From an optimization exercise on the open Yosys and OpenROAD flow, aimed at small area, a short achievable clock period and few clock cycles per item; shortcuts taken in it are not production practice.
In this exercise RTL edits were held to simulation tests only and were not proved equivalent to the original.
Power figures rest on the tool's default switching activity, not on a simulated workload.

### run.sh
#!/bin/bash
# synth_recipe.tcl (not shown) runs the flow's synth.tcl, then flattens the netlist and writes it again
# the make line also repeats each setting of config.mk as NAME=value (left out here)
make -C /OpenROAD-flow-scripts/flow DESIGN_CONFIG=/design/flow/config.mk WORK_HOME=/design/flow/orfs CLKGATE_MAP_FILE= SYNTH_SCRIPT=/design/flow/synth_recipe.tcl finish
### constraint.sdc
create_clock -name core_clock -period 50.0 [get_ports {clk}]
set_input_delay 10.0000 -clock core_clock [delete_from_list [all_inputs] [get_ports {clk}]]
set_output_delay 10.0000 -clock core_clock [all_outputs]
set_load 0.01 [all_outputs]
### design.v
module alf_line_coder (
    input  wire        clk,
    input  wire        rst,           
    input  wire [7:0]  fmt,           
    input  wire        in_valid,
    output wire        in_ready,
    input  wire [15:0] in_sample,
    input  wire        in_last,       
    output reg         out_valid,
    input  wire        out_ready,
    output reg  [31:0] out_data,
    output reg         out_last,      
    output reg  [23:0] out_nbits      
);
    reg  [1:0]  f_bsel;
    reg  [2:0]  f_d;
    always @(*) begin
        case (fmt)
            8'h01:               begin f_bsel = 2'd0; f_d = 3'd1; end
            8'h02, 8'h03, 8'h04: begin f_bsel = 2'd2; f_d = 3'd1; end
            8'h10:               begin f_bsel = 2'd0; f_d = 3'd2; end
            8'h11, 8'h12:        begin f_bsel = 2'd2; f_d = 3'd2; end
            8'h20:               begin f_bsel = 2'd0; f_d = 3'd3; end
            8'h21, 8'h31:        begin f_bsel = 2'd1; f_d = 3'd3; end
            8'h30:               begin f_bsel = 2'd1; f_d = 3'd0; end
            default:             begin f_bsel = 2'd0; f_d = 3'd1; end
        endcase
    end
    reg         line_first;           
    reg         sk_v;
    reg  [15:0] sk_s;
    reg         sk_last, sk_first;
    reg  [1:0]  sk_bsel;
    reg  [2:0]  sk_d;
    reg         x_v;
    reg  [15:0] x_s;
    reg         x_last, x_first;
    reg  [1:0]  x_bsel;
    reg  [2:0]  x_d;
    assign in_ready = !sk_v;
    wire in_fire = in_valid && !sk_v;
    wire x_take;                      
    reg  [1:0]  l_bsel;               
    reg  [2:0]  l_d;
    reg  [15:0] hist1, hist2;
    reg  [9:0]  hist3, hist4;
    reg  [2:0]  nseen;                
    reg  [1:0]  phase;                
    wire [1:0]  e_bsel = x_first ? x_bsel : l_bsel;
    wire [2:0]  e_d    = x_first ? x_d    : l_d;
    wire [2:0]  e_seen = x_first ? 3'd0   : nseen;
    wire [1:0]  e_ph   = x_first ? 2'd0   : phase;
    wire [2:0]  pdist = (e_d == 3'd0) ? (e_ph[0] ? 3'd2 : 3'd4) : e_d;
    reg  [15:0] pred;
    always @(*) begin
        if (e_seen < pdist)
            pred = 16'd0;
        else begin
            case (pdist)
                3'd1:    pred = hist1;
                3'd2:    pred = hist2;
                3'd3:    pred = {6'd0, hist3};
                default: pred = {6'd0, hist4};
            endcase
        end
    end
    wire [15:0] diff = x_s - pred;
    reg  [15:0] u_new;
    always @(*) begin
        case (e_bsel)
            2'd0:    u_new = {8'd0, diff[6:0] ^ {7{diff[7]}}, diff[7]};
            2'd1:    u_new = {6'd0, diff[8:0] ^ {9{diff[9]}}, diff[9]};
            default: u_new = {diff[14:0] ^ {15{diff[15]}}, diff[15]};
        endcase
    end
    reg  [5:0]  esc_len;              
    always @(*) begin
        case (e_bsel)
            2'd0:    esc_len = 6'd24;
            2'd1:    esc_len = 6'd26;
            default: esc_len = 6'd32;
        endcase
    end
    integer k;
    reg  [5:0]  term [0:15];
    reg  [15:0] qk;
    always @(*) begin
        for (k = 0; k < 16; k = k + 1) begin
            qk = u_new >> k;
            if (qk < 16'd16)
                term[k] = qk[5:0] + 6'd1 + k[5:0];
            else
                term[k] = esc_len;
        end
    end
    reg  [10:0] cost [0:15];
    reg  [4:0]  bidx;                 
    reg         blk_nz;
    reg         dec_pend;             
    reg  [5:0]  dec_m;
    reg         dec_last;
    reg  [1:0]  dec_bsel;
    reg  [10:0] mc1 [0:7];  reg [3:0] mk1 [0:7];
    reg  [10:0] mc2 [0:3];  reg [3:0] mk2 [0:3];
    reg  [10:0] mc3 [0:1];  reg [3:0] mk3 [0:1];
    reg  [10:0] mc4;        reg [3:0] mk4;
    integer j;
    always @(*) begin
        for (j = 0; j < 8; j = j + 1) begin
            if (cost[2*j+1] < cost[2*j]) begin mc1[j] = cost[2*j+1]; mk1[j] = 2*j+1; end
            else                         begin mc1[j] = cost[2*j];   mk1[j] = 2*j;   end
        end
        for (j = 0; j < 4; j = j + 1) begin
            if (mc1[2*j+1] < mc1[2*j]) begin mc2[j] = mc1[2*j+1]; mk2[j] = mk1[2*j+1]; end
            else                       begin mc2[j] = mc1[2*j];   mk2[j] = mk1[2*j];   end
        end
        for (j = 0; j < 2; j = j + 1) begin
            if (mc2[2*j+1] < mc2[2*j]) begin mc3[j] = mc2[2*j+1]; mk3[j] = mk2[2*j+1]; end
            else                       begin mc3[j] = mc2[2*j];   mk3[j] = mk2[2*j];   end
        end
        if (mc3[1] < mc3[0]) begin mc4 = mc3[1]; mk4 = mk3[1]; end
        else                 begin mc4 = mc3[0]; mk4 = mk3[0]; end
    end
    reg  [9:0]  thr;                  
    always @(*) begin
        case (dec_bsel)
            2'd0:    thr = {1'b0, dec_m, 3'd0};
            2'd1:    thr = {1'b0, dec_m, 3'd0} + {3'd0, dec_m, 1'b0};
            default: thr = {dec_m, 4'd0};
        endcase
    end
    wire [4:0]  dec_code = !blk_nz ? 5'd31 : (mc4 <= {1'b0, thr}) ? {1'b0, mk4} : 5'd30;
    reg         cq0_v, cq1_v;
    reg  [4:0]  cq0_code, cq1_code;
    reg  [5:0]  cq0_m, cq1_m;
    reg         cq0_last, cq1_last;
    reg  [1:0]  cq0_bsel, cq1_bsel;
    wire dec_fire = dec_pend && !(cq0_v && cq1_v);
    reg         u_v;
    reg  [15:0] u_q;
    reg  [15:0] sr_u [0:31];
    reg  [31:0] sr_v;
    reg  [4:0]  eidx;                 
    wire [15:0] hu = sr_u[31];
    wire        hv = sr_v[31];
    wire [4:0]  hc = cq0_code;
    reg  [4:0]  bw;                   
    always @(*) begin
        case (cq0_bsel)
            2'd0:    bw = 5'd8;
            2'd1:    bw = 5'd10;
            default: bw = 5'd16;
        endcase
    end
    wire [15:0] hq = hu >> hc[3:0];
    wire        hesc = (hq >= 16'd16);
    reg  [31:0] cw_v;
    reg  [5:0]  cw_w;
    always @(*) begin
        if (hc == 5'd31) begin
            cw_v = 32'd0;
            cw_w = 6'd0;
        end else if (hc == 5'd30) begin
            cw_v = {16'd0, hu};
            cw_w = {1'b0, bw};
        end else if (!hesc) begin
            cw_v = (((32'd1 << hq[3:0]) - 32'd1) << (hc[3:0] + 5'd1))
                 | ({16'd0, hu} & ((32'd1 << hc[3:0]) - 32'd1));
            cw_w = {2'd0, hq[3:0]} + 6'd1 + {2'd0, hc[3:0]};
        end else begin
            cw_v = (32'hFFFF << bw) | {16'd0, hu};
            cw_w = 6'd16 + {1'b0, bw};
        end
    end
    reg         hdr_done;             
    wire        hdr = (eidx == 5'd0) && !hdr_done;
    wire        blk_end  = ({1'b0, eidx} + 6'd1 == cq0_m);
    wire        line_end = cq0_last && ((hc == 5'd31) ? hdr : blk_end);
    reg  [63:0] acc;                  
    reg  [6:0]  cnt;                  
    reg  [1:0]  lw;                   
    reg  [20:0] tot;                  
    reg  [20:0] nbp;                  
    reg         osk_v;                
    reg  [31:0] osk_data;
    reg         osk_last;
    wire        do_out = cnt[6] || cnt[5];           
    wire        pk_out = do_out && !osk_v;
    wire [6:0]  cnt_o  = pk_out ? cnt - 7'd32 : cnt;
    wire [63:0] acc_o  = pk_out ? {acc[31:0], 32'd0} : acc;
    wire [1:0]  lw_o   = pk_out ? {1'b0, lw[1]} : lw;
    wire [6:0]  full_w = {1'b0, cw_w} + (hdr ? 7'd5 : 7'd0);
    wire [7:0]  t_full = {1'b0, cnt_o} + {1'b0, full_w};
    wire        split  = hdr && (hc != 5'd31) && (t_full > 8'd64);
    wire [36:0] put_v  = split ? {32'd0, hc}
                       : hdr ? (({32'd0, hc} << cw_w) | {5'd0, cw_v}) : {5'd0, cw_v};
    wire [6:0]  put_w  = split ? 7'd5 : full_w;
    wire [7:0]  t      = {1'b0, cnt_o} + {1'b0, put_w};
    wire        lw_busy = (lw != 2'd0) || (osk_v && osk_last);
    wire        pk_ok  = (t <= 8'd64) && !(line_end && !split && lw_busy);
    wire [63:0] placed = {27'd0, put_v} << (7'd64 - t[6:0]);
    wire        hsplit = hv && cq0_v && pk_ok && split;
    wire shift_in = u_v || (bidx == 5'd0);
    wire head_ok  = !hv || (cq0_v && pk_ok && !split);
    wire adv      = shift_in && head_ok;
    wire emit     = adv && hv;
    wire u_push   = adv && u_v;
    wire u_take   = !u_v || u_push;
    wire xu       = x_v && u_take && (!dec_pend || dec_fire);
    assign x_take = !x_v || xu;
    wire blk_pop  = emit && blk_end;
    integer i;
    always @(posedge clk) begin
        if (in_fire && !x_take) begin
            sk_s     <= in_sample;
            sk_last  <= in_last;
            sk_first <= line_first;
            sk_bsel  <= f_bsel;
            sk_d     <= f_d;
        end
        if (x_take && (sk_v || in_fire)) begin
            x_s     <= sk_v ? sk_s     : in_sample;
            x_last  <= sk_v ? sk_last  : in_last;
            x_first <= sk_v ? sk_first : line_first;
            x_bsel  <= sk_v ? sk_bsel  : f_bsel;
            x_d     <= sk_v ? sk_d     : f_d;
        end
        if (xu) begin
            if (x_first) begin
                l_bsel <= x_bsel;
                l_d    <= x_d;
            end
            hist1 <= x_s;
            hist2 <= hist1;
            hist3 <= hist2[9:0];
            hist4 <= hist3;
            nseen <= (e_seen == 3'd4) ? 3'd4 : e_seen + 3'd1;
            phase <= e_ph + 2'd1;
            u_q   <= u_new;
            for (i = 0; i < 16; i = i + 1)
                cost[i] <= (bidx == 5'd0) ? {5'd0, term[i]} : cost[i] + {5'd0, term[i]};
            blk_nz <= ((bidx == 5'd0) ? 1'b0 : blk_nz) | (u_new != 16'd0);
            if (bidx == 5'd31 || x_last) begin
                dec_m    <= {1'b0, bidx} + 6'd1;
                dec_last <= x_last;
                dec_bsel <= e_bsel;
            end
        end
        if (adv) begin
            sr_u[0] <= u_q;
            for (i = 1; i < 32; i = i + 1)
                sr_u[i] <= sr_u[i-1];
        end
        if (dec_fire) begin
            if (blk_pop ? cq1_v : cq0_v) begin
                cq1_code <= dec_code;
                cq1_m    <= dec_m;
                cq1_last <= dec_last;
                cq1_bsel <= dec_bsel;
            end
        end
        if (blk_pop && cq1_v) begin
            cq0_code <= cq1_code;
            cq0_m    <= cq1_m;
            cq0_last <= cq1_last;
            cq0_bsel <= cq1_bsel;
        end else if (dec_fire && (blk_pop || !cq0_v)) begin
            cq0_code <= dec_code;
            cq0_m    <= dec_m;
            cq0_last <= dec_last;
            cq0_bsel <= dec_bsel;
        end
        if (rst) begin
            line_first <= 1'b1;
            sk_v       <= 1'b0;
            x_v        <= 1'b0;
            u_v        <= 1'b0;
            bidx       <= 5'd0;
            dec_pend   <= 1'b0;
            sr_v       <= 32'd0;
            cq0_v      <= 1'b0;
            cq1_v      <= 1'b0;
            eidx       <= 5'd0;
            hdr_done   <= 1'b0;
            acc        <= 64'd0;
            cnt        <= 7'd0;
            lw         <= 2'd0;
            tot        <= 21'd0;
            osk_v      <= 1'b0;
            out_valid  <= 1'b0;
        end else begin
            if (in_fire)
                line_first <= in_last;
            sk_v <= sk_v ? !x_take : (in_fire && !x_take);
            x_v  <= x_take ? (sk_v || in_fire) : x_v;
            u_v  <= u_take ? xu : u_v;
            if (xu)
                bidx <= (bidx == 5'd31 || x_last) ? 5'd0 : bidx + 5'd1;
            if (xu && (bidx == 5'd31 || x_last))
                dec_pend <= 1'b1;
            else if (dec_fire)
                dec_pend <= 1'b0;
            if (adv)
                sr_v <= {sr_v[30:0], u_v};
            if (blk_pop) begin
                cq0_v <= cq1_v || dec_fire;
                cq1_v <= cq1_v && dec_fire;
            end else if (dec_fire) begin
                cq0_v <= 1'b1;
                cq1_v <= cq0_v;
            end
            if (emit) begin
                acc  <= acc_o | placed;
                cnt  <= line_end ? ((t <= 8'd32) ? 7'd32 : 7'd64) : t[6:0];
                lw   <= line_end ? ((t <= 8'd32) ? 2'b01 : 2'b10) : lw_o;
                tot  <= line_end ? 21'd0 : tot + {14'd0, put_w};
                if (line_end)
                    nbp <= tot + {14'd0, put_w};
                eidx <= blk_end ? 5'd0 : eidx + 5'd1;
                hdr_done <= 1'b0;
            end else if (hsplit) begin
                acc  <= acc_o | placed;
                cnt  <= t[6:0];
                lw   <= lw_o;
                tot  <= tot + {14'd0, put_w};
                hdr_done <= 1'b1;
            end else begin
                acc <= acc_o;
                cnt <= cnt_o;
                lw  <= lw_o;
            end
            if (!out_valid || out_ready) begin
                if (osk_v) begin
                    out_valid <= 1'b1;
                    out_data  <= osk_data;
                    out_last  <= osk_last;
                    if (osk_last)
                        out_nbits <= {3'd0, nbp};
                    osk_v     <= 1'b0;
                end else if (pk_out) begin
                    out_valid <= 1'b1;
                    out_data  <= acc[63:32];
                    out_last  <= lw[0];
                    if (lw[0])
                        out_nbits <= {3'd0, nbp};
                end else
                    out_valid <= 1'b0;
            end else if (pk_out) begin
                osk_v    <= 1'b1;
                osk_data <= acc[63:32];
                osk_last <= lw[0];
            end
        end
    end
endmodule
### config.mk
export PLATFORM = sky130hd
export DESIGN_NAME = alf_line_coder
export DESIGN_NICKNAME = alf_line_coder
export VERILOG_FILES = /design/flow/design.v
export SDC_FILE = /design/flow/constraint.sdc
export NUM_CORES = 4
export LEC_CHECK = 0
export CAP_MARGIN = 20
export CORE_MARGIN = 2
export CORE_UTILIZATION = 40
export PLACE_DENSITY = 0.6
export SLEW_MARGIN = 20
==> notes.md, run 1 <==
- Status: timing/DRC/antenna clean
- Cts hold-fix bufs: 0
- Clock slew at reported path FFs: 0.07 ns
- Reg-to-reg critical path startpoint: cq0_code[3]
- Type of origin of the critical path: register
- Vias in the first global route: 42300
- Synth cell types: 128
- DR WL/cell: 20.3 um
- Tcrit/Tclk final: 29.2%
- Die area: 0.156 mm^2
- Min-delay src: sr_u[30][13]
- Diode count: 0
- Comb pwr share: 49.9%
- Number of routed nets with antenna violations: 0
- CTS H-tree depth: 3
- First-pass GRT wire length: 243 mm
- Clock power frac: 19.1%
- Power Internal: 0.00248 W
- Yosys warnings: 10
- Required @ worst endpoint: 50.29 ns
- Post-Synthesis Cells: 5567
- Worst reg2reg endpoint: sr_u[26][3]
- I/O pin count: 88
- Synth Cell Area: 0.0610 mm^2
- Register share of total power: 31.1%
- Cell class contributing the biggest share of worst-path delay: simple AND/OR/NAND/NOR gates
- Postcts setup bufs: 0
- Clk root buf: clkbuf_16
- Sw frac: 42.5%
- Nets@finish: 5986
- Main combinational cell family by area after synthesis: compound AO/OA/AOI/OAI gates
- Finished Cell Area: 0.0677 mm^2
- Drt pass-1 iters: 6
- Total GRT Usage: 19.5%
- Critical Path Stages: 39
- Post-synth EDFFs: 955
- Xor and xnor area share after synthesis: 3.53%
- Most common cell after layout, fill and taps aside: edfxtp_1
- Initial antenna violation count: 0
- Async set or reset register ratio after synthesis: 0%
- Total CTS buffers: 113
- Synth Area in Compound Gates: 16.7%
- Vias after detailed routing: 44000
- Crit. Startpoint: cq0_code[3]
- CTS resizes: 0
- Starting density of the core: 40.2%
- Clock skew: 0.0714 ns
- Vias per cell: 5.70
- Detailed Place HPWL: 112 mm
- Reg-to-reg slack, setup: 35.41 ns
- Worst path arrival time: 14.89 ns
- Slew margin rel.: 24.4%
- CTS tree: done
- Cells on worst reg2reg path: 39
- Critical Path End: sr_u[26][3]
- Hold Vio Cnt, Final: 0
- Final WL: 156 mm
- Yosys reg bits: 1101
- Pleak: 25.5 nW
- Post-Synth Simple-Gate Area: 12.3%
- Ratio of cells with drive above 1 in the final layout: 8.51%
- Buf/Inv on CP: 8
- Final GP Congestion: 0.951
- Placed cell area: 0.0641 mm^2
- DRC Markers: 0
- Row cnt: 143
- Pwr per Cell Area: 63.7 mW/mm^2
- Register area share after synthesis: 51.8%
- Post-route setup TNS: 0 ns
- Drt first-iter violations: 4118
- Setup CP Type: register to register
- Most used cell, CP: buf_4
- DIE WIDTH: 394 um
- Post-synthesis mux area share: 4.62%
- Largest net degree at the start of global routing: 161
- Worst-Skew Late Latency: 0.74 ns
- Max-cap violations: 0
- CP max FO: 153
- Die Y: 394 um
- Most frequent cells in the layout: edfxtp_1, nand2_1, nor2_1, a21oi_1, ha_1
- Mean Syn Cell Area: 11.0 um^2
- Max incr delay on CP: 0.89 ns
- Area grow syn2layout: 11.0%
- Setup violators final: 0
- CP endpoint kind: register
- Clock Tree Buf Depth: 3
- RSZ-0062 raised after global routing: false
- Highest clock rate: 68.5 MHz
- Synth Area in Adders: 7.76%
- Grt total ovfl: 0
- IO buf count: 84
- Least-Margin Pin Slew: 1.12 ns
- Slew Limit Fails: 0
- Core ar.: 0.152 mm^2
- Slowest cell on crit path: buf_4
- Clock sinks: 1101
- Post-layout min period: 14.59 ns
- Worst Hold Class: register to register
- Synth Flop Type: edfxtp_1
- Sw Pwr: 0.00183 W
- Peak supply drop: 42.2 uV
logic make-up (layout without fill, tap and decap cells):
group | count (synthesis) | count (layout)
other cells | 1 | 6
fa+ha+maj | 367 | 367
mux | 243 | 243
flops | 1101 | 1101
simple gates | 1624 | 1624
xor+xnor | 240 | 240
buf+inv | 493 | 606
compound gates | 1498 | 1498
worst min-delay path by stage:
stage                    end  cells past startpoint  slack, ns
2_1_floorplan   out_nbits[0]                      0       0.40
6_report        sr_u[31][13]                      0       0.40
3_5_place_dp   out_nbits[10]                      0       0.40
5_1_grt         sr_u[31][13]                      0       0.41
4_1_cts         sr_u[31][13]                      0       0.39
3_3_place_gp     sr_u[18][4]                      0       0.40
area by class of cell:
type                    instances  area, um^2
inverters                     235         910
clock inverters                65         636
clock buffers                 143        3010
fillers                     14200       84000
well taps                    2030        2540
repair buffers                163        1440
flip-flops and latches       1101       31600
multi-input cells            3978       27600
worst register-to-register path: cells and delay by family, from the launching register on:
kind	cells	cell delay, ns
DFF	1	0.32
buffers and inverters	8	4.09
adders and majority gates	4	1.40
and+or+nand+nor	13	3.88
muxes	2	1.11
AOI/OAI and AO/OA	12	3.35
power groups by stage:
| stage | clock network [W] | logic, W | registers, W |
|---|---|---|---|
| finish | 0.000821 | 0.00215 | 0.00134 |
| global route | 0.000881 | 0.00233 | 0.00136 |
| CTS | 0.000847 | 0.00211 | 0.00134 |
| detailed placement | 0 | 0.00209 | 0.00136 |
| global placement | 0 | 0.00208 | 0.00135 |
| floorplan | 0 | 0.00149 | 0.00133 |
stage by stage:
| step | std cells | utilization, % | hold slack (ns) | power (W) | setup slack (ns) |
|---|---|---|---|---|---|
| after global placement | 7506 | 42.2 | 0.400 | 0.00343 | 35.82 |
| after detailed placement | 7506 | 42.2 | 0.405 | 0.00346 | 35.83 |
| after CTS | 7714 | 44.6 | 0.392 | 0.00430 | 35.73 |
| final | 7715 | 44.6 | 0.401 | 0.00431 | 35.41 |
| after global routing | 7715 | 44.6 | 0.406 | 0.00457 | 34.66 |
| after floorplan | 5572 | - | 0.400 | 0.00282 | 33.83 |
Yosys cell counts (49+ instances only):
library cell	number	area [um^2]
clkbuf_1	202	758
o21ai_0	255	1280
edfxtp_1	955	28700
nand2_1	513	1930
a21o_1	124	931
dfxtp_1	146	2920
mux2i_1	116	1160
o211ai_1	69	518
inv_1	220	826
mux2_2	107	1200
a21oi_1	397	1990
o21a_1	55	413
nor2_1	499	1870
nand2b_1	49	307
nor3_1	99	495
nand3_1	106	531
nor2b_1	57	357
xnor2_1	175	1530
ha_1	346	4330
xor2_1	61	534
nand4_1	60	375
layer usage:
metal  vias up  share of wire, %  GRT usage [%]
met5         -                 0              0
met4         0               3.7           7.14
met3       336               5.2           2.77
met2      1332                46           31.6
met1     21300                45           26.5
li1      21000                 -              -
sequential cells by signal, summed over array words and instances (netlist names), 21 cells and up:
signal,cells
acc,64
sr_u,512
sr_v,32
nbp,21
out_data,32
tot,21
osk_data,32
cost,176
out_nbits,21
Testbench counts, summed over its fixed seeds: cycles 108,132, samples 107,845.
==> inputs of run 2 (changes only) <==
--- a/config.mk
+++ b/config.mk
@@ -5,6 +5,7 @@
 export SDC_FILE = /design/flow/constraint.sdc
 export NUM_CORES = 4
 export LEC_CHECK = 0
+export ABC_CLOCK_PERIOD_IN_PS = 8000
 export CAP_MARGIN = 20
 export CORE_MARGIN = 2
 export CORE_UTILIZATION = 40
==> run 2 against run 1 <==
Clock power barely moved. Count of clock-buffer cells in the layout did not move. Worst hold slack did not move. Power did not move. Wire length did not move. Largest cell class unchanged. Sequential share of layout area did not move. Worst setup slack did not move. Via count did not move. First-iteration DRC count did not move. Synthesized cell count did not move. Highest routed layer unchanged. Flip-flop and latch count did not move. Fmax did not move.
==> notes.md, run 2 <==
- Synth Area in Compound Gates: 16.7% (unchanged)
- DRC Markers: 0 (unchanged)
- Main combinational cell family by area after synthesis: compound AO/OA/AOI/OAI gates (unchanged)
- Largest net degree at the start of global routing: 161 (unchanged)
- Worst-Skew Late Latency: 0.74 ns (about the same)
- Synth Cell Area: 0.0610 mm^2 (unchanged)
- Setup CP Type: register to register (unchanged)
- CP max FO: 153 (unchanged)
- Buf/Inv on CP: 8 (unchanged)
- Yosys warnings: 10 (unchanged)
- Register share of total power: 31.1% (about the same)
- Met2 Use GR: 31.6% (unchanged)
- Fillers: 14200 (unchanged)
- Vias after detailed routing: 44000 (unchanged)
- Slew margin rel.: 24.4% (unchanged)
- Finished Cell Area: 0.0677 mm^2 (unchanged)
- Detailed Place HPWL: 112 mm (unchanged)
- Min-delay src: sr_u[30][13] (unchanged)
- Required @ worst endpoint: 50.29 ns (about the same)
- Clock skew: 0.0714 ns (unchanged)
- Vias in the first global route: 42300 (unchanged)
- Async set or reset register ratio after synthesis: 0% (unchanged)
- Cell class contributing the biggest share of worst-path delay: simple AND/OR/NAND/NOR gates (unchanged)
- Drt first-iter violations: 4118 (unchanged)
- Most common cell in the synthesized netlist: edfxtp_1 (unchanged)
- DR WL/cell: 20.3 um (unchanged)
- Post-layout min period: 14.59 ns (unchanged)
- First-pass GRT wire length: 243 mm (unchanged)
- Setup violators final: 0 (unchanged)
- Sw frac: 42.5% (unchanged)
- Reg-to-reg slack, setup: 35.41 ns (about the same)
- Total GRT Usage: 19.5% (unchanged)
- Yosys reg bits: 1101 (unchanged)
- Placed cell area: 0.0641 mm^2 (unchanged)
- Clk root buf: clkbuf_16 (unchanged)
- Die area: 0.156 mm^2 (unchanged)
- Row cnt: 143 (unchanged)
- Worst path arrival time: 14.89 ns (about the same)
- Max FFs per register: 512 (unchanged)
- GR Util met3: 2.77% (unchanged)
- Clock sinks: 1101 (unchanged)
- Type of origin of the critical path: register (unchanged)
- Die Y: 394 um (unchanged)
- IO buf count: 84 (unchanged)
- M1 GR Usage: 26.5% (unchanged)
- Synth Area in Adders: 7.76% (unchanged)
- RSZ-0062 raised after global routing: false (unchanged)
- Clock slew at reported path FFs: 0.07 ns (about the same)
- Cells on worst reg2reg path: 39 (unchanged)
- Leading area contributor after synthesis: edfxtp_1 (unchanged)
- Highest clock rate: 68.5 MHz (unchanged)
- Grt total ovfl: 0 (unchanged)
- Least-Margin Pin Slew: 1.12 ns (unchanged)
- Clock Tree Buf Depth: 3 (unchanged)
- Max-cap violations: 0 (unchanged)
- Initial antenna violation count: 0 (unchanged)
- Register area share after synthesis: 51.8% (unchanged)
- Synth cell types: 128 (unchanged)
- Post-synthesis mux area share: 4.62% (unchanged)
- Postcts setup bufs: 0 (unchanged)
- Status: timing/DRC/antenna clean (unchanged)
- Slew Limit Fails: 0 (unchanged)
- Comb pwr share: 49.9% (about the same)
- Xor and xnor area share after synthesis: 3.53% (unchanged)
- Drt pass-1 iters: 6 (unchanged)
- Reg-to-reg critical path startpoint: cq0_code[3] (unchanged)
- Overall power: 0.00431 W (unchanged)
- Post-synth EDFFs: 955 (unchanged)
- Nets@finish: 5986 (unchanged)
- Ratio of cells with drive above 1 in the final layout: 8.51% (unchanged)
- Pwr per Cell Area: 63.7 mW/mm^2 (unchanged)
- Post-route setup TNS: 0 ns (unchanged)
- Top cells by count, synth: edfxtp_1, nand2_1, nor2_1 (unchanged)
- Most common cell after layout, fill and taps aside: edfxtp_1 (unchanged)
- Final WL: 156 mm (unchanged)
- Max incr delay on CP: 0.89 ns (about the same)
- Mean Syn Cell Area: 11.0 um^2 (unchanged)
- Cts hold-fix bufs: 0 (unchanged)
- Largest cells by area after synthesis: edfxtp_1, ha_1, dfxtp_1 (unchanged)
- Post-Synthesis Cells: 5567 (unchanged)
- Most used cell, CP: buf_4 (unchanged)
- Largest regs: sr_u: 512 flops, cost: 176 flops, acc: 64 flops (unchanged)
- Final GP Congestion: 0.951 (unchanged)
- Worst Hold Class: register to register (unchanged)
- Synth Flop Type: edfxtp_1 (unchanged)
- Core ar.: 0.152 mm^2 (unchanged)
- Top cell type's share of synthesized area: 47.0% (unchanged)
- Clock power frac: 19.1% (about the same)
- Diode count: 0 (unchanged)
- Area grow syn2layout: 11.0% (unchanged)
- Peak supply drop: 42.2 uV (unchanged)
- Hold Vio Cnt, Final: 0 (unchanged)
- Total CTS buffers: 113 (unchanged)
- Sw Pwr: 0.00183 W (unchanged)
- Most frequent cells in the layout: edfxtp_1, nand2_1, nor2_1, a21oi_1, ha_1 (unchanged)
- CP endpoint kind: register (unchanged)
- I/O pin count: 88 (unchanged)
- DIE WIDTH: 394 um (unchanged)
- Power Internal: 0.00248 W (unchanged)
- Pleak: 25.5 nW (unchanged)
- Vias per cell: 5.70 (unchanged)
- Post-Synth Simple-Gate Area: 12.3% (unchanged)
- WHS Endpoint: sr_u[31][13] (unchanged)
- CTS resizes: 0 (unchanged)
- Worst reg2reg endpoint: sr_u[26][3] (unchanged)
- Tcrit/Tclk final: 29.2% (unchanged)
- CTS tree: done (unchanged)
- Largest Register: sr_u (unchanged)
- CTS H-tree depth: 3 (unchanged)
- Cells on Worst Hold Path: 0 (unchanged)
- Slowest cell on crit path: buf_4 (unchanged)
- GRT Max-Usage Layer: met2 (unchanged)
- Number of routed nets with antenna violations: 0 (unchanged)
- Starting density of the core: 40.2% (unchanged)
run 2: how the worst max path moves through the flow:
stage,endpoint,slack [ns],depth (start not counted),start
5_1_grt,sr_u[30][13],34.66,39,cq0_code[3]
2_1_floorplan,dec_bsel[0],33.83,46,cq0_code[0]
3_5_place_dp,sr_u[30][12],35.83,39,cq0_code[3]
3_3_place_gp,cq0_code[3],35.82,61,cost[0][5]
6_report,sr_u[26][3],35.41,39,cq0_code[3]
4_1_cts,sr_u[28][1],35.73,39,cq0_code[3]
run 2: kinds of logic after synthesis:
| logic type | Yosys count |
|---|---|
| other cells | 1 |
| buf+inv | 493 |
| xor+xnor | 240 |
| simple gates | 1624 |
| flops | 1101 |
| fa+ha+maj | 367 |
| mux | 243 |
| compound gates | 1498 |
run 2: worst reg2reg max path: cells and delay by family (launching register included):
kind / cells / cell delay (ns)
buffers and inverters: 8 / 4.09
muxes: 2 / 1.11
AOI/OAI and AO/OA: 12 / 3.35
adders and majority gates: 4 / 1.40
and+or+nand+nor: 13 / 3.88
DFF: 1 / 0.32
run 2: power by group through the flow:
stage | combinational, W | sequential [W] | clock [W]
global route | 0.00233 | 0.00136 | 0.000881
floorplan | 0.00149 | 0.00133 | 0
global placement | 0.00208 | 0.00135 | 0
detailed placement | 0.00209 | 0.00136 | 0
CTS | 0.00211 | 0.00134 | 0.000847
finish | 0.00215 | 0.00134 | 0.000821
run 2: area by class of cell:
| type | instances | area [um^2] | area share (%) |
|---|---|---|---|
| Clock inverter | 65 | 636 | 0.939 |
| Multi-Input combinational cell | 3978 | 27600 | 40.7 |
| Clock buffer | 143 | 3010 | 4.45 |
| Inverter | 235 | 910 | 1.34 |
| Tap cell | 2030 | 2540 | 3.75 |
| Timing Repair Buffer | 163 | 1440 | 2.13 |
| Sequential cell | 1101 | 31600 | 46.7 |
run 2: layer usage:
layer  share of wire [%]  up-vias
met5                   0        -
met4                 3.7        0
met3                 5.2      336
met2                  46     1332
met1                  45    21300
li1                    -    21000
run 2: stage by stage:
stage | utilization, % | std cells | setup WS [ns] | hold slack (ns)
floorplan | - | 5572 | 33.83 | 0.400
global placement | 42.2 | 7506 | 35.82 | 0.400
detailed placement | 42.2 | 7506 | 35.83 | 0.405
CTS | 44.6 | 7714 | 35.73 | 0.392
global route | 44.6 | 7715 | 34.66 | 0.406
finish | 44.6 | 7715 | 35.41 | 0.401
==> inputs of run 3 (changes only) <==
--- a/design.v
+++ b/design.v
@@ -138,11 +138,13 @@
     wire dec_fire = dec_pend && !(cq0_v && cq1_v);
     reg         u_v;
     reg  [15:0] u_q;
-    reg  [15:0] sr_u [0:31];
-    reg  [31:0] sr_v;
+    reg  [15:0] rg [0:31];            
+    reg  [4:0]  ph;                   
+    reg  [4:0]  rd, wr;               
+    reg  [5:0]  n;                    
     reg  [4:0]  eidx;                 
-    wire [15:0] hu = sr_u[31];
-    wire        hv = sr_v[31];
+    wire [15:0] hu = rg[31];
+    wire        hv = (n != 6'd0) && (ph == rd);
     wire [4:0]  hc = cq0_code;
     reg  [4:0]  bw;                   
     always @(*) begin
@@ -172,11 +174,12 @@
             cw_w = 6'd16 + {1'b0, bw};
         end
     end
-    reg         hdr_done;             
-    wire        hdr = (eidx == 5'd0) && !hdr_done;
+    wire        hdr = (eidx == 5'd0);
     wire        blk_end  = ({1'b0, eidx} + 6'd1 == cq0_m);
     wire        line_end = cq0_last && ((hc == 5'd31) ? hdr : blk_end);
-    reg  [63:0] acc;                  
+    wire [36:0] put_v = hdr ? (({32'd0, hc} << cw_w) | {5'd0, cw_v}) : {5'd0, cw_v};
+    wire [6:0]  put_w = {1'b0, cw_w} + (hdr ? 7'd5 : 7'd0);
+    reg  [68:0] acc;                  
     reg  [6:0]  cnt;                  
     reg  [1:0]  lw;                   
     reg  [20:0] tot;                  
@@ -184,29 +187,21 @@
     reg         osk_v;                
     reg  [31:0] osk_data;
     reg         osk_last;
-    wire        do_out = cnt[6] || cnt[5];           
+    wire        do_out = (cnt >= 7'd32);
     wire        pk_out = do_out && !osk_v;
     wire [6:0]  cnt_o  = pk_out ? cnt - 7'd32 : cnt;
-    wire [63:0] acc_o  = pk_out ? {acc[31:0], 32'd0} : acc;
+    wire [68:0] acc_o  = pk_out ? {acc[36:0], 32'd0} : acc;
     wire [1:0]  lw_o   = pk_out ? {1'b0, lw[1]} : lw;
-    wire [6:0]  full_w = {1'b0, cw_w} + (hdr ? 7'd5 : 7'd0);
-    wire [7:0]  t_full = {1'b0, cnt_o} + {1'b0, full_w};
-    wire        split  = hdr && (hc != 5'd31) && (t_full > 8'd64);
-    wire [36:0] put_v  = split ? {32'd0, hc}
-                       : hdr ? (({32'd0, hc} << cw_w) | {5'd0, cw_v}) : {5'd0, cw_v};
-    wire [6:0]  put_w  = split ? 7'd5 : full_w;
     wire [7:0]  t      = {1'b0, cnt_o} + {1'b0, put_w};
     wire        lw_busy = (lw != 2'd0) || (osk_v && osk_last);
-    wire        pk_ok  = (t <= 8'd64) && !(line_end && !split && lw_busy);
-    wire [63:0] placed = {27'd0, put_v} << (7'd64 - t[6:0]);
-    wire        hsplit = hv && cq0_v && pk_ok && split;
-    wire shift_in = u_v || (bidx == 5'd0);
-    wire head_ok  = !hv || (cq0_v && pk_ok && !split);
-    wire adv      = shift_in && head_ok;
-    wire emit     = adv && hv;
-    wire u_push   = adv && u_v;
-    wire u_take   = !u_v || u_push;
-    wire xu       = x_v && u_take && (!dec_pend || dec_fire);
+    wire        pk_ok  = line_end ? ((t <= 8'd64) && !lw_busy) : (t <= 8'd69);
+    wire [68:0] placed = {32'd0, put_v} << (7'd69 - t[6:0]);
+    wire        emit    = hv && cq0_v && pk_ok;
+    wire [5:0]  n_after = n - {5'd0, emit};
+    wire        n_empty = (n_after == 6'd0);
+    wire        write   = u_v && (n_empty || ((ph == wr) && (n_after != 6'd32)));
+    wire        u_take  = !u_v || write;
+    wire        xu      = x_v && u_take && (!dec_pend || dec_fire);
     assign x_take = !x_v || xu;
     wire blk_pop  = emit && blk_end;
     integer i;
@@ -246,11 +241,9 @@
                 dec_bsel <= e_bsel;
             end
         end
-        if (adv) begin
-            sr_u[0] <= u_q;
-            for (i = 1; i < 32; i = i + 1)
-                sr_u[i] <= sr_u[i-1];
-        end
+        rg[0] <= write ? u_q : rg[31];
+        for (i = 1; i < 32; i = i + 1)
+            rg[i] <= rg[i-1];
         if (dec_fire) begin
             if (blk_pop ? cq1_v : cq0_v) begin
                 cq1_code <= dec_code;
@@ -277,12 +270,14 @@
             u_v        <= 1'b0;
             bidx       <= 5'd0;
             dec_pend   <= 1'b0;
-            sr_v       <= 32'd0;
+            ph         <= 5'd0;
+            rd         <= 5'd0;
+            wr         <= 5'd0;
+            n          <= 6'd0;
             cq0_v      <= 1'b0;
             cq1_v      <= 1'b0;
             eidx       <= 5'd0;
-            hdr_done   <= 1'b0;
-            acc        <= 64'd0;
+            acc        <= 69'd0;
             cnt        <= 7'd0;
             lw         <= 2'd0;
             tot        <= 21'd0;
@@ -300,8 +295,14 @@
                 dec_pend <= 1'b1;
             else if (dec_fire)
                 dec_pend <= 1'b0;
-            if (adv)
-                sr_v <= {sr_v[30:0], u_v};
+            ph <= ph + 5'd1;
+            if (write && n_empty)
+                rd <= ph;
+            else if (emit)
+                rd <= rd + 5'd1;
+            if (write)
+                wr <= ph + 5'd1;
+            n <= n_after + {5'd0, write};
             if (blk_pop) begin
                 cq0_v <= cq1_v || dec_fire;
                 cq1_v <= cq1_v && dec_fire;
@@ -317,13 +318,6 @@
                 if (line_end)
                     nbp <= tot + {14'd0, put_w};
                 eidx <= blk_end ? 5'd0 : eidx + 5'd1;
-                hdr_done <= 1'b0;
-            end else if (hsplit) begin
-                acc  <= acc_o | placed;
-                cnt  <= t[6:0];
-                lw   <= lw_o;
-                tot  <= tot + {14'd0, put_w};
-                hdr_done <= 1'b1;
             end else begin
                 acc <= acc_o;
                 cnt <= cnt_o;
@@ -339,7 +333,7 @@
                     osk_v     <= 1'b0;
                 end else if (pk_out) begin
                     out_valid <= 1'b1;
-                    out_data  <= acc[63:32];
+                    out_data  <= acc[68:37];
                     out_last  <= lw[0];
                     if (lw[0])
                         out_nbits <= {3'd0, nbp};
@@ -347,7 +341,7 @@
                     out_valid <= 1'b0;
             end else if (pk_out) begin
                 osk_v    <= 1'b1;
-                osk_data <= acc[63:32];
+                osk_data <= acc[68:37];
                 osk_last <= lw[0];
             end
         end
--- a/config.mk
+++ b/config.mk
@@ -5,7 +5,6 @@
 export SDC_FILE = /design/flow/constraint.sdc
 export NUM_CORES = 4
 export LEC_CHECK = 0
-export ABC_CLOCK_PERIOD_IN_PS = 8000
 export CAP_MARGIN = 20
 export CORE_MARGIN = 2
 export CORE_UTILIZATION = 40
==> run 3 against run 2 <==
Clock power up 3.3%. Largest power group unchanged. Critical path depth up 17. Critical path type unchanged. Sequential power shrank 16%. Synthesized area is 10% lower. First-iteration DRC count decreased by 9.2%. Fmax rose by 17%. Power is 0.75% higher. Largest cell class is now multi-input gates. Combinational power is about 10% higher.
==> notes.md, run 3 <==
- Status: timing/DRC/antenna clean (unchanged)
- Pre-CTS setup slack: 37.75 ns (was 35.83 ns)
- Type of origin of the critical path: register (unchanged)
- Post-Synthesis Cells: 5396 (was 5567)
- Register share of total power: 25.8% (was 31.1%)
- Worst Hold Class: register to register (unchanged)
- Post-synth EDFFs: 443 (was 955)
- Largest regs: rg: 512 flops, cost: 176 flops, acc: 69 flops (was sr_u: 512 flops, cost: 176 flops, acc: 64 flops)
- Slowest cell on crit path: a41oi_1 (was buf_4)
- Largest cells by area after synthesis: edfxtp_1, dfxtp_1, ha_1 (was edfxtp_1, ha_1, dfxtp_1)
- Vias per cell: 5.59 (was 5.70)
- Largest Register: rg (was sr_u)
- Sw Pwr: 0.00193 W (was 0.00183 W)
- Critical Path Stages: 56 (was 39)
- CP max FO: 20 (was 153)
- Clock skew: 0.0733 ns (was 0.0714 ns)
- Hold Vio Cnt, Final: 0 (unchanged)
- Setup violators final: 0 (unchanged)
- Sw frac: 44.4% (was 42.5%)
- Post-layout min period: 12.49 ns (was 14.59 ns)
- IO buf count: 84 (unchanged)
- Drt first-iter violations: 3738 (was 4118)
- Cell class contributing the biggest share of worst-path delay: compound AO/OA/AOI/OAI gates (was simple AND/OR/NAND/NOR gates)
- First-pass GRT wire length: 224 mm (was 243 mm)
- Cells on worst reg2reg path: 56 (was 39)
- Synth Flop Type: dfxtp_1 (was edfxtp_1)
- Clock slew at reported path FFs: 0.06 ns (was 0.07 ns)
- Mean Syn Cell Area: 10.1 um^2 (was 11.0 um^2)
- Pleak: 23.9 nW (was 25.5 nW)
- Final GP Congestion: 0.937 (was 0.951)
- Final WL: 144 mm (was 156 mm)
- Vias in the first global route: 39000 (was 42300)
- Most frequent cells in the layout: dfxtp_1, nor2_1, nand2_1, edfxtp_1, a21oi_1 (was edfxtp_1, nand2_1, nor2_1, a21oi_1, ha_1)
- Slew Limit Fails: 0 (unchanged)
- Setup CP Type: register to register (unchanged)
- Reg-to-reg slack, setup: 37.51 ns (was 35.41 ns)
- Grt total ovfl: 0 (unchanged)
- Required @ worst endpoint: 50.45 ns (was 50.29 ns)
- Leading area contributor after synthesis: edfxtp_1 (unchanged)
- Crit. Startpoint: cost[9][6] (was cq0_code[3])
- Row cnt: 135 (was 143)
- Nets@finish: 5814 (was 5986)
- Area grow syn2layout: 12.0% (was 11.0%)
- Top cells by count, synth: dfxtp_1, nor2_1, nand2_1 (was edfxtp_1, nand2_1, nor2_1)
- Power Internal: 0.00241 W (was 0.00248 W)
- Cts hold-fix bufs: 0 (unchanged)
- DRC Markers: 0 (unchanged)
- Synth Cell Area: 0.0547 mm^2 (was 0.0610 mm^2)
- Clock sinks: 1094 (was 1101)
- DIE WIDTH: 374 um (was 394 um)
- Vias after detailed routing: 40800 (was 44000)
- Reg-to-reg critical path startpoint: cost[9][6] (was cq0_code[3])
- Initial antenna violation count: 1 (was 0)
- CTS tree: done (unchanged)
- Synth cell types: 113 (was 128)
- Pwr per Cell Area: 70.9 mW/mm^2 (was 63.7 mW/mm^2)
- Comb pwr share: 54.6% (was 49.9%)
- Number of routed nets with antenna violations: 0 (unchanged)
- Peak supply drop: 94.7 uV (was 42.2 uV)
- Clk root buf: clkbuf_16 (unchanged)
- Top cell type's share of synthesized area: 24.3% (was 47.0%)
- Worst reg2reg endpoint: cq0_code[1] (was sr_u[26][3])
- Post-route setup TNS: 0 ns (unchanged)
- DR WL/cell: 19.7 um (was 20.3 um)
- Buf/Inv on CP: 4 (was 8)
- Postcts setup bufs: 0 (unchanged)
- Least-Margin Pin Slew: 1.14 ns (was 1.12 ns)
- Clock power frac: 19.5% (was 19.1%)
- CP endpoint kind: register (unchanged)
- Finished Cell Area: 0.0613 mm^2 (was 0.0677 mm^2)
- Largest net degree at the start of global routing: 125 (was 161)
- Most common cell after layout, fill and taps aside: dfxtp_1 (was edfxtp_1)
- Clock Tree Buf Depth: 3 (unchanged)
- CTS H-tree depth: 3 (unchanged)
- Drt pass-1 iters: 6 (unchanged)
- Core ar.: 0.136 mm^2 (was 0.152 mm^2)
- Critical Path End: cq0_code[1] (was sr_u[26][3])
- Max FFs per register: 512 (unchanged)
- CTS resizes: 0 (unchanged)
- Starting density of the core: 40.3% (was 40.2%)
- Max-cap violations: 0 (unchanged)
- RSZ-0062 raised after global routing: false (unchanged)
- Most common cell in the synthesized netlist: dfxtp_1 (was edfxtp_1)
- Die area: 0.140 mm^2 (was 0.156 mm^2)
- Worst path arrival time: 12.94 ns (was 14.89 ns)
- Yosys warnings: 10 (unchanged)
- I/O pin count: 88 (unchanged)
- Overall power: 0.00434 W (was 0.00431 W)
- Detailed Place HPWL: 103 mm (was 112 mm)
- Max incr delay on CP: 0.62 ns (was 0.89 ns)
- Ratio of cells with drive above 1 in the final layout: 9.33% (was 8.51%)
- Placed cell area: 0.0575 mm^2 (was 0.0641 mm^2)
- Total GRT Usage: 20.0% (was 19.5%)
- Yosys reg bits: 1094 (was 1101)
- Worst-Skew Late Latency: 0.76 ns (was 0.74 ns)
- Register area share after synthesis: 48.2% (was 51.8%)
- Async set or reset register ratio after synthesis: 0% (unchanged)
- Slew margin rel.: 23.9% (was 24.4%)
- Highest clock rate: 80.0 MHz (was 68.5 MHz)
- Final WS setup: 37.51 ns (was 35.41 ns)
- Tcrit/Tclk final: 25.0% (was 29.2%)
- Total CTS buffers: 107 (was 113)
- Die Y: 374 um (was 394 um)
run 3: metal layers:
metal	vias to the layer above	wire length (um)	global-route usage, %
met4	0	3600	5.48
met2	1227	67300	33.0
met3	222	8330	3.11
met1	19700	64300	27.1
li1	19600	-	-
met5	-	0	0
run 3: logic make-up (layout without fill, tap and decap cells):
family,after synthesis,count (layout),synth area share (%)
other cells,1,6,0.00686
xor+xnor,271,271,4.34
flops,1094,1094,48.2
fa+ha+maj,362,362,8.54
compound gates,1323,1323,16.1
simple gates,1555,1555,12.9
mux,309,309,6.56
buf+inv,481,598,3.41
run 3: worst min-delay path by stage:
stage	start	end	slack (ns)	cells after the start
floorplan	rg[9][0]	rg[10][0]	0.31	0
global placement	rg[26][14]	rg[27][14]	0.31	0
detailed placement	rg[12][4]	rg[13][4]	0.31	0
CTS	rg[0][0]	rg[1][0]	0.30	0
global route	rg[12][13]	rg[13][13]	0.30	0
finish	rg[0][0]	rg[1][0]	0.31	0
run 3: layout make-up:
type | instances | area (um^2)
diodes | 1 | 2.50
fillers | 12700 | 74400
clock buffers | 133 | 2870
clock inverters | 67 | 881
inverters | 239 | 905
well taps | 1781 | 2230
flip-flops and latches | 1094 | 26300
multi-input cells | 3825 | 26600
repair buffers | 159 | 1410
run 3: power groups by stage:
stage          combinational, W  sequential (W)  clock [W]
2_1_floorplan           0.00169         0.00113          0
3_3_place_gp            0.00229         0.00114          0
3_5_place_dp            0.00231         0.00114          0
4_1_cts                 0.00233         0.00112   0.000872
5_1_grt                 0.00258         0.00113   0.000903
6_report                0.00237         0.00112   0.000848
run 3: per-stage QoR:
stage / utilization, % / hold slack (ns) / instances
6_report: 45.2 / 0.305 / 7299
5_1_grt: 45.2 / 0.300 / 7298
4_1_cts: 45.1 / 0.298 / 7297
3_5_place_dp: 42.4 / 0.312 / 7097
3_3_place_gp: 42.4 / 0.310 / 7097
2_1_floorplan: - / 0.310 / 5400
Testbench counts of run 3, summed over its fixed seeds: cycles 108,112, samples 107,845.

## what the ideal ports hide
No port has a modelled driver above. Below, the same layouts with a new extraction and two added sets of constraints. Step 1: set_driving_cell puts a clkbuf_16 on clk and a buf_2 on each other input, an assumption about the parent block. Step 2 also shifts input and output timing later by t, the mid clock arrival at the registers, as if the neighbouring blocks saw the same clock. Three values: ideal, step 1, step 2; two values: the first two.
run | shift t [ns] | slack for setup (ns) | hold WS [ns] | worst setup path at the end | worst slew at a driven data input, ns
run 1 | 0.788 | 35.409 / 35.409 / 35.409 | 0.401 / 0.401 / 0.401 | register to register | 0.06
run 2 | 0.788 | 35.409 / 35.409 / 35.409 | 0.401 / 0.401 / 0.401 | register to register | 0.06
run 3 | 0.803 | 37.505 / 37.505 / 37.505 | 0.305 / 0.305 / 0.305 | register to register | 0.12
After both steps setup and hold are still met in every run listed.
